Context: an optimization exercise on an open-source flow, tuned for small area. The choices shown serve that exercise and are no tape-out recipe. Only simulation tests tie the RTL to the original design; equivalence was not proved. Power figures rest on the tool's default switching activity, not on a simulated workload. The flow treats the clock pin as an ideal source, which a real chip does not have.

== onyx ==
Design pc_decim, start of the top module:
module pc_decim (
    input  wire         clk,
    input  wire         rst,
    input  wire         cfg_we,
    input  wire [1:0]   cfg_ch,
    input  wire [31:0]  cfg_data,
    input  wire         mod_tick,
    input  wire [3:0]   mod_bits,
    output wire [3:0]   pc_valid,
    output wire [3:0]   pc_settled,
    output wire [127:0] pc_word
);
    reg [2:0] ph;
    always @(posedge clk)
        if (rst) ph <= 3'd0;
        else     ph <= ph + 3'd1;
    wire [1:0] new_order = cfg_data[26:25];
    wire [3:0] new_l2osr = cfg_data[24:21];
    wire       cfg_ok    = (new_order != 2'b11) && (new_l2osr >= 4'd4) && (new_l2osr <= 4'd12);
    wire [2:0] new_n     = {1'b0, new_order} + 3'd3;
    wire [5:0] new_s     = 6'd60 - new_n * new_l2osr;
    wire [7:0]  sd   [0:3];
    wire [3:0]  zf, lastb, clsf, rawf, alignf, ofsf;
    wire [1:0]  ordf [0:3];
    wire [5:0]  sf   [0:3];
    wire [2:0]  nsf  [0:3];
    genvar c;
    generate
        for (c = 0; c < 4; c = c + 1) begin : g_ch
            wire [2:0] dg = ph - 2 * c;
            pc_decim_chan u_chan (
                .clk      (clk),
                .rst      (rst),
                .dig      (dg),
                .cfg_we   (cfg_we && (cfg_ch == c)),
                .cfg_ok   (cfg_ok),
                .cfg_data (cfg_data),
                .new_s    (new_s),
                .mod_tick (mod_tick),
                .mod_bit  (mod_bits[c]),
                .sd       (sd[c]),
                .zero     (zf[c]),
                .lastbit  (lastb[c]),
                .cls      (clsf[c]),
                .raw      (rawf[c]),
                .align    (alignf[c]),
                .ofsbin   (ofsf[c]),
                .order    (ordf[c]),
                .s        (sf[c]),
                .nsamp    (nsf[c])
            );
            assign pc_valid[c] = clsf[c] && (dg == 3'd7);
        end
    endgenerate
    wire [2:0]  p4 = ph - 3'd4, p5 = ph - 3'd5, p6 = ph - 3'd6, p7 = ph - 3'd7;
    reg  [2:0]  cap4;
    reg  [10:0] cap5;
    reg  [18:0] cap6;
    always @(posedge clk) begin
        cap4 <= sd[p4[2:1]][7:5];
        cap5 <= {sd[p5[2:1]], cap4};
        cap6 <= {sd[p6[2:1]], cap5};
    end
    wire [1:0]  f     = p7[2:1];
    wire [23:0] t24   = {sd[f][4:0], cap6};
    wire [5:0]  s_f   = sf[f];
    wire [3:0]  sh    = (s_f > 6'd37) ? (s_f[3:0] - 4'd5) : 4'd0;    
  ...
Size in the first run: ~2600 flip-flops, about 180 I/O pins, roughly 78000 µm² of cells after synthesis.
Settings: LEC_CHECK=0, ABC_AREA=1, CAP_MARGIN=20, CORE_MARGIN=2, CORE_UTILIZATION=50, PLACE_DENSITY=0.65, SLEW_MARGIN=20; clock period 25.0 ns.
standard.sh (not shown) runs the stock make flow with config.mk's settings and CLKGATE_MAP_FILE= SYNTH_SCRIPT=/design/flow/synth_recipe.tcl, a recipe that flattens the netlist after the stock synthesis.
==> flow/flow/run.sh <==
#!/bin/bash
set -euo pipefail
export CTS_ARGS="-sink_clustering_enable -repair_clock_nets -dont_use_dummy_load -sink_clustering_size 30 -sink_clustering_max_diameter 100 -buf_list {sky130_fd_sc_hd__clkbuf_16}"
export BUFFER_PORTS_ARGS="-buffer_cell sky130_fd_sc_hd__buf_1"
bash standard.sh > make.log 2>&1
## Diff of input files: xenon against onyx
==> flow/run.sh (new file) <==
#!/bin/bash
# synth_recipe.tcl (not shown) runs the flow's synth.tcl, then flattens the netlist and writes it again
# the make line also repeats each setting of config.mk as NAME=value (left out here)
make -C /OpenROAD-flow-scripts/flow DESIGN_CONFIG=/design/flow/config.mk WORK_HOME=/design/flow/orfs CLKGATE_MAP_FILE= SYNTH_SCRIPT=/design/flow/synth_recipe.tcl finish
removed: flow/flow/run.sh
removed: flow/standard.sh
[summary]
- xenon finished every stage and its layout cleared the timing, design-rule and antenna checks.
- xenon: non-clock buffer count lower than onyx
- xenon ended up with a higher non-clock buffer share of cell area than onyx did.
- Compared to onyx, xenon shows a narrower setup margin.
- Between xenon and onyx, it is xenon whose met2 usage in global routing is higher, by 1.1 points.
- Taking onyx as the reference, in xenon global-route wire length before repair rose 4.9%; register share of the cell area fell 5.0 points; highest cell delay on the worst timing path rose 0.05 ns.
- Compared with onyx, xenon is the more power-hungry design.
- xenon vs onyx — clock-pin slew on the worst setup and hold paths dropped 0.04 ns.
Changes in willow relative to xenon:
==> flow/flow/run.sh (new file) <==
#!/bin/bash
set -euo pipefail
export CTS_ARGS="-sink_clustering_enable -repair_clock_nets -dont_use_dummy_load -sink_clustering_size 18 -sink_clustering_max_diameter 80 -buf_list {sky130_fd_sc_hd__clkbuf_8}"
export BUFFER_PORTS_ARGS="-buffer_cell sky130_fd_sc_hd__buf_1"
bash standard.sh > make.log 2>&1
==> flow/standard.sh (new file) <==
#!/bin/bash
# synth_recipe.tcl (not shown) runs the flow's synth.tcl, then flattens the netlist and writes it again
# the make line also repeats each setting of config.mk as NAME=value (left out here)
make -C /OpenROAD-flow-scripts/flow DESIGN_CONFIG=/design/flow/config.mk WORK_HOME=/design/flow/orfs CLKGATE_MAP_FILE= SYNTH_SCRIPT=/design/flow/synth_recipe.tcl "${@:-finish}"
removed: flow/run.sh
[summary]
Between xenon and willow, standby leakage power decreased.
Going from xenon to willow, number of clock buffer instances in the layout now sits lower; detailed placer's ending HPWL has decreased; placed standard-cell area went down about 1.2%; time the worst path needs with I/O delays and setup now smaller.


pc_decim, a different RTL version from the one above (not shown whole).
Size: roughly 5400 cells after synthesis, roughly 0.073 mm² of cells after synthesis.
export LEC_CHECK = 0
export ABC_AREA = 1
export CAP_MARGIN = 20
export CORE_MARGIN = 2
export CORE_UTILIZATION = 50
export GPL_TIMING_DRIVEN = 0
export PLACE_DENSITY = 0.65
export SLEW_MARGIN = 20
create_clock -name core_clock -period 25.0 [get_ports {clk}]
==> flow/flow/run.sh <==
#!/bin/bash
# The standard layout (standard.sh), with these changes to how it is made:
#  - after the standard synthesis (bash standard.sh synth, unchanged), the
#    full adders' polarities are chosen again to need fewer inverters
#    (fapol.py), and the combinational logic between the flip-flops and
#    full adders is mapped again for area with ABC (remap.tcl, remap.abc);
#    the flip-flops keep their cells and names;
#  - clock tree synthesis adds no dummy loads and puts up to 16 flip-flops
#    within 70 um under each clkbuf_8 leaf buffer;
#  - every input and output port still gets its own buffer, a buf_1.
# Logs: make's output in synth.log and layout.log, fapol.py's in fapol.log,
# yosys's in remap.log; each ORFS step's log is under orfs/logs/.
set -euo pipefail
here=$(pwd)
res=$here/orfs/results/$FLOW_PLATFORM/pc_decim/base
bash standard.sh synth > synth.log 2>&1
cp $res/1_2_yosys.v $here/standard_1_2_yosys.v
python3 flow/fapol.py $here/standard_1_2_yosys.v $here/fapol.v > fapol.log 2>&1
export REMAP_LIB=$FLOW_HOME/platforms/sky130hd/lib/sky130_fd_sc_hd__tt_025C_1v80.lib
export REMAP_IN=$here/fapol.v
export REMAP_OUT=$here/remap.v
export REMAP_SCRIPT=$here/flow/remap.abc
export REMAP_KEEP="$(grep -oE 'sky130_fd_sc_hd__(df|edf|sdf|fa_|dl|conb)[a-z0-9_]*' $here/standard_1_2_yosys.v | sort -u | tr '\n' ' ')"
export REMAP_DONT_USE="$(make -s -C $FLOW_HOME DESIGN_CONFIG=$here/config.mk print-DONT_USE_CELLS 2>/dev/null | sed 's/^DONT_USE_CELLS: *//')"
yosys -c flow/remap.tcl > remap.log 2>&1
grep -q "sky130_fd_sc_hd__" remap.v
cp remap.v $res/1_2_yosys.v
rm -f $res/1_synth.odb $res/1_synth.sdc
export CTS_ARGS="-sink_clustering_enable -repair_clock_nets -dont_use_dummy_load -sink_clustering_size 14 -sink_clustering_max_diameter 60 -buf_list {sky130_fd_sc_hd__clkbuf_4 sky130_fd_sc_hd__clkbuf_8}"
export REMOVE_ABC_BUFFERS=1
export BUFFER_PORTS_ARGS="-buffer_cell sky130_fd_sc_hd__buf_1"
bash standard.sh > layout.log 2>&1
Other scripts of this flow, unchanged in this note and not shown: flow/flow/fapol.py, flow/flow/remap.abc, flow/flow/remap.tcl
Next try:
--- a/flow/flow/run.sh
+++ b/flow/flow/run.sh
@@ -29 +29 @@
-export CTS_ARGS="-sink_clustering_enable -repair_clock_nets -dont_use_dummy_load -sink_clustering_size 14 -sink_clustering_max_diameter 60 -buf_list {sky130_fd_sc_hd__clkbuf_4 sky130_fd_sc_hd__clkbuf_8}"
+export CTS_ARGS="-sink_clustering_enable -repair_clock_nets -dont_use_dummy_load -sink_clustering_size 9 -sink_clustering_max_diameter 45 -buf_list {sky130_fd_sc_hd__clkbuf_4}"
Effect: The new run passed the timing, design-rule and antenna checks; worst setup slack loses 0.20 ns; count of clock-buffer cells in the layout grows by 134; via count grows by 2.3%; global-route usage grows by 0.24 points.
Next try:
--- a/flow/flow/run.sh
+++ b/flow/flow/run.sh
@@ -29 +29 @@
-export CTS_ARGS="-sink_clustering_enable -repair_clock_nets -dont_use_dummy_load -sink_clustering_size 9 -sink_clustering_max_diameter 45 -buf_list {sky130_fd_sc_hd__clkbuf_4}"
+export CTS_ARGS="-sink_clustering_enable -repair_clock_nets -dont_use_dummy_load -sink_clustering_size 16 -sink_clustering_max_diameter 70 -buf_list {sky130_fd_sc_hd__clkbuf_8}"
The changed run finished with timing, DRC and antenna clean.
Final cell count shrinks by 2.2%.
Clock-buffer cell count shrinks by 165.
Synthesized area stays the same.
Sequential share of layout area grows by 0.10 points.
Non-clock buffer count grows by 1.
First-iteration DRC count grows by 4.3%.
Die area is unchanged.
Power shrinks by 0.53%.
Wire length shrinks by about 1.2%.
Cell area barely changes.


run A:
Another version of the RTL of pc_decim (not shown whole).
Size in the first run: roughly 5400 cells after synthesis, ~74000 µm² of cells after synthesis.
Settings: LEC_CHECK=0, ABC_AREA=1, CAP_MARGIN=20, CORE_MARGIN=2, CORE_UTILIZATION=50, PLACE_DENSITY=0.65, SLEW_MARGIN=20; clock period 25.0 ns.
==> flow/flow/run.sh <==
#!/bin/bash
# The standard layout (standard.sh), with these changes to how it is made:
#  - after the standard synthesis (bash standard.sh synth, unchanged), the
#    full adders' polarities are chosen again to need fewer inverters
#    (fapol.py), and the combinational logic between the flip-flops and
#    full adders is mapped again for area with ABC (remap.tcl, remap.abc);
#    the flip-flops keep their cells and names;
#  - clock tree synthesis adds no dummy loads and puts up to 18 flip-flops
#    within 80 um under each clkbuf_8 leaf buffer;
#  - every input and output port still gets its own buffer, a buf_1.
# Logs: make's output in synth.log and layout.log, fapol.py's in fapol.log,
# yosys's in remap.log; each ORFS step's log is under orfs/logs/.
set -euo pipefail
here=$(pwd)
res=$here/orfs/results/$FLOW_PLATFORM/pc_decim/base
bash standard.sh synth > synth.log 2>&1
cp $res/1_2_yosys.v $here/standard_1_2_yosys.v
python3 flow/fapol.py $here/standard_1_2_yosys.v $here/fapol.v > fapol.log 2>&1
export REMAP_LIB=$FLOW_HOME/platforms/sky130hd/lib/sky130_fd_sc_hd__tt_025C_1v80.lib
export REMAP_IN=$here/fapol.v
export REMAP_OUT=$here/remap.v
export REMAP_SCRIPT=$here/flow/remap.abc
export REMAP_KEEP="$(grep -oE 'sky130_fd_sc_hd__(df|edf|sdf|fa_|dl|conb)[a-z0-9_]*' $here/standard_1_2_yosys.v | sort -u | tr '\n' ' ')"
export REMAP_DONT_USE="$(make -s -C $FLOW_HOME DESIGN_CONFIG=$here/config.mk print-DONT_USE_CELLS 2>/dev/null | sed 's/^DONT_USE_CELLS: *//')"
yosys -c flow/remap.tcl > remap.log 2>&1
grep -q "sky130_fd_sc_hd__" remap.v
cp remap.v $res/1_2_yosys.v
rm -f $res/1_synth.odb $res/1_synth.sdc
export CTS_ARGS="-sink_clustering_enable -repair_clock_nets -dont_use_dummy_load -sink_clustering_size 10 -sink_clustering_max_diameter 50 -buf_list {sky130_fd_sc_hd__clkbuf_4}"
export BUFFER_PORTS_ARGS="-buffer_cell sky130_fd_sc_hd__buf_1"
bash standard.sh > layout.log 2>&1
Other scripts of this flow, unchanged in this note and not shown: flow/flow/fapol.py, flow/flow/remap.abc, flow/flow/remap.tcl
Modified inputs, run B compared to run A
- setting GPL_TIMING_DRIVEN to 0 for the first time
- changing PLACE_DENSITY from 0.65 to 0.85
- changing CORE_UTILIZATION from 50 to 70
-- flow/flow/run.sh --
<<< run A, line 27
cp remap.v $res/1_2_yosys.v
rm -f $res/1_synth.odb $res/1_synth.sdc
export CTS_ARGS="-sink_clustering_enable -repair_clock_nets -dont_use_dummy_load -sink_clustering_size 10 -sink_clustering_max_diameter 50 -buf_list {sky130_fd_sc_hd__clkbuf_4}"
export BUFFER_PORTS_ARGS="-buffer_cell sky130_fd_sc_hd__buf_1"
bash standard.sh > layout.log 2>&1
>>> run B, line 27
cp remap.v $res/1_2_yosys.v
rm -f $res/1_synth.odb $res/1_synth.sdc
export CTS_ARGS="-sink_clustering_enable -repair_clock_nets -dont_use_dummy_load -sink_clustering_size 16 -sink_clustering_max_diameter 70 -buf_list {sky130_fd_sc_hd__clkbuf_8}"
export BUFFER_PORTS_ARGS="-buffer_cell sky130_fd_sc_hd__buf_1"
bash standard.sh > layout.log 2>&1
Run A → run B: placed instance count went down; critical path depth in cells went up; synthesis-to-finish area growth went down; global-route wire length before repair went up. Taking run A as the reference, in run B number of antenna violations at the first check in global routing increased by 1 relative to the old numbers, final critical-path share of the clock period increased by 2.9 points relative to the old numbers, maximum number of pins on one net before global-route repair increased by 2 relative to the old numbers. For switching power total, run B and run A come out practically identical. Run A reports its launch point of the critical path as ph[2] while run B reports ph[1]. | clock share of power | run B vs run A | ≈ equal |.
Here is what was changed in the inputs of run C compared with run B.
- PLACE_DENSITY now 0.65, was 0.85
- CORE_UTILIZATION now 50, was 70
-- flow/flow/run.sh --
<<< run B, line 6
#    full adders is mapped again for area with ABC (remap.tcl, remap.abc);
#    the flip-flops keep their cells and names;
#  - clock tree synthesis adds no dummy loads and puts up to 18 flip-flops
#    within 80 um under each clkbuf_8 leaf buffer;
#  - every input and output port still gets its own buffer, a buf_1.
# Logs: make's output in synth.log and layout.log, fapol.py's in fapol.log,
>>> run C, line 6
#    full adders is mapped again for area with ABC (remap.tcl, remap.abc);
#    the flip-flops keep their cells and names;
#  - clock tree synthesis adds no dummy loads and puts up to 16 flip-flops
#    within 70 um under each clkbuf_8 leaf buffer;
#  - every input and output port still gets its own buffer, a buf_1.
# Logs: make's output in synth.log and layout.log, fapol.py's in fapol.log,
<<< run B, line 28
rm -f $res/1_synth.odb $res/1_synth.sdc
export CTS_ARGS="-sink_clustering_enable -repair_clock_nets -dont_use_dummy_load -sink_clustering_size 16 -sink_clustering_max_diameter 70 -buf_list {sky130_fd_sc_hd__clkbuf_8}"
export BUFFER_PORTS_ARGS="-buffer_cell sky130_fd_sc_hd__buf_1"
bash standard.sh > layout.log 2>&1
>>> run C, line 28
rm -f $res/1_synth.odb $res/1_synth.sdc
export CTS_ARGS="-sink_clustering_enable -repair_clock_nets -dont_use_dummy_load -sink_clustering_size 16 -sink_clustering_max_diameter 70 -buf_list {sky130_fd_sc_hd__clkbuf_8}"
export REMOVE_ABC_BUFFERS=1
export BUFFER_PORTS_ARGS="-buffer_cell sky130_fd_sc_hd__buf_1"
bash standard.sh > layout.log 2>&1
## What came out
| final critical path time including I/O delays and setup | run C vs run B | better |
Of run B and run C, the lower buffer and inverter count on the worst path belongs to run C.
Proportion of power drawn by the clock network: lower on run B
The last element of the critical path comes out pc_word[64] in one run and pc_word[48] in the other, namely in run B and run C respectively.
Post-route cell area delta (run C -> run B): insignificant
> inputs changed (run C -> run D)
- GPL_TIMING_DRIVEN: 0 -> unset
-- flow/flow/run.sh --
<<< run C, line 28
rm -f $res/1_synth.odb $res/1_synth.sdc
export CTS_ARGS="-sink_clustering_enable -repair_clock_nets -dont_use_dummy_load -sink_clustering_size 16 -sink_clustering_max_diameter 70 -buf_list {sky130_fd_sc_hd__clkbuf_8}"
export REMOVE_ABC_BUFFERS=1
export BUFFER_PORTS_ARGS="-buffer_cell sky130_fd_sc_hd__buf_1"
bash standard.sh > layout.log 2>&1
>>> run D, line 28
rm -f $res/1_synth.odb $res/1_synth.sdc
export CTS_ARGS="-sink_clustering_enable -repair_clock_nets -dont_use_dummy_load -sink_clustering_size 16 -sink_clustering_max_diameter 70 -buf_list {sky130_fd_sc_hd__clkbuf_8}"
export BUFFER_PORTS_ARGS="-buffer_cell sky130_fd_sc_hd__buf_1"
bash standard.sh > layout.log 2>&1
Results
The detailed-placement wirelength estimate of run D was inferior to that of run C.
Run D and run C ended up with roughly the same post-synth design cell area.
Highest cell delay on the worst timing path came out lower on run D than on run C.
Number of CTS-inserted buffers (lower): run C
Run D vs. run C: transition time of the tightest slew-check pin picked up an extra 0.030 ns, met3 usage in global routing lost 0.57 points, total power density per cell area neither gained nor lost much, minimum period implied by the final worst setup slack lost 0.92 ns, post-layout total power neither gained nor lost much.
What run E does differently from run D at the input level:
-- flow/flow/run.sh --
<<< run D, line 6
#    full adders is mapped again for area with ABC (remap.tcl, remap.abc);
#    the flip-flops keep their cells and names;
#  - clock tree synthesis adds no dummy loads and puts up to 16 flip-flops
#    within 70 um under each clkbuf_8 leaf buffer;
#  - every input and output port still gets its own buffer, a buf_1.
# Logs: make's output in synth.log and layout.log, fapol.py's in fapol.log,
>>> run E, line 6
#    full adders is mapped again for area with ABC (remap.tcl, remap.abc);
#    the flip-flops keep their cells and names;
#  - clock tree synthesis adds no dummy loads and puts up to 18 flip-flops
#    within 80 um under each clkbuf_8 leaf buffer;
#  - every input and output port still gets its own buffer, a buf_1.
# Logs: make's output in synth.log and layout.log, fapol.py's in fapol.log,
<<< run D, line 27
cp remap.v $res/1_2_yosys.v
rm -f $res/1_synth.odb $res/1_synth.sdc
export CTS_ARGS="-sink_clustering_enable -repair_clock_nets -dont_use_dummy_load -sink_clustering_size 16 -sink_clustering_max_diameter 70 -buf_list {sky130_fd_sc_hd__clkbuf_8}"
export BUFFER_PORTS_ARGS="-buffer_cell sky130_fd_sc_hd__buf_1"
bash standard.sh > layout.log 2>&1
>>> run E, line 27
cp remap.v $res/1_2_yosys.v
rm -f $res/1_synth.odb $res/1_synth.sdc
export CTS_ARGS="-sink_clustering_enable -repair_clock_nets -dont_use_dummy_load -sink_clustering_size 18 -sink_clustering_max_diameter 80 -buf_list {sky130_fd_sc_hd__clkbuf_8}"
export BUFFER_PORTS_ARGS="-buffer_cell sky130_fd_sc_hd__buf_1"
bash standard.sh > layout.log 2>&1
## What came out
- The final layout from run E, which completed every stage, passed the timing, design-rule and antenna checks at the end of the flow.
- Comparing run E and run D, detailed-routed wire length on met2 is lower on run D.
- Of run E and run D, the higher final net count belongs to run D.
- Worst hold margin ended up 0.026 ns higher on run E than on run D.

[what the ideal ports hide]
The flow's constraints put no driver on any port. The routed layouts listed below were extracted and timed again, unchanged, in two steps. Step 1 assumes that a clkbuf_16 drives the clock port and a buf_2 every other input. Step 2 moves the port delays by t, midway between the first and last clock arrival at a register: inputs arrive t later, outputs are due t later. That takes back most of the time a late clock gives input paths. a / b / c = no drivers / after step 1 / after step 2; a / b = the first two.
| run | t (ns) | setup slack, ns | latest minus earliest clock arrival (ns) | cell pins on the clock port's net |
|---|---|---|---|---|
| onyx | 0.776 | 3.950 / 3.874 / 4.651 | 0.091 / 0.091 | 1 |
| xenon | 0.886 | 3.570 / 3.493 / 4.379 | 0.070 / 0.070 | 1 |
| willow | 0.925 | 3.847 / 3.770 / 4.695 | 0.096 / 0.096 | 1 |
| the first run of note 2 | 0.967 | 2.447 / 2.373 / 3.340 | 0.151 / 0.151 | 1 |
| the second run of note 2 | 1.286 | 2.248 / 2.175 / 3.460 | 0.141 / 0.141 | 1 |
| the third run of note 2 | 0.957 | 2.563 / 2.490 / 3.447 | 0.103 / 0.102 | 1 |
| run A | 1.244 | 2.975 / 2.905 / 4.149 | 0.166 / 0.166 | 1 |
| run B | 0.948 | 2.248 / 2.175 / 3.124 | 0.106 / 0.105 | 1 |
| run C | 0.952 | 2.336 / 2.264 / 3.215 | 0.127 / 0.127 | 1 |
| run D | 0.938 | 3.254 / 3.183 / 4.121 | 0.137 / 0.136 | 1 |
| run E | 0.939 | 3.192 / 3.127 / 4.066 | 0.117 / 0.117 | 1 |
After both steps every run listed still meets setup and hold.
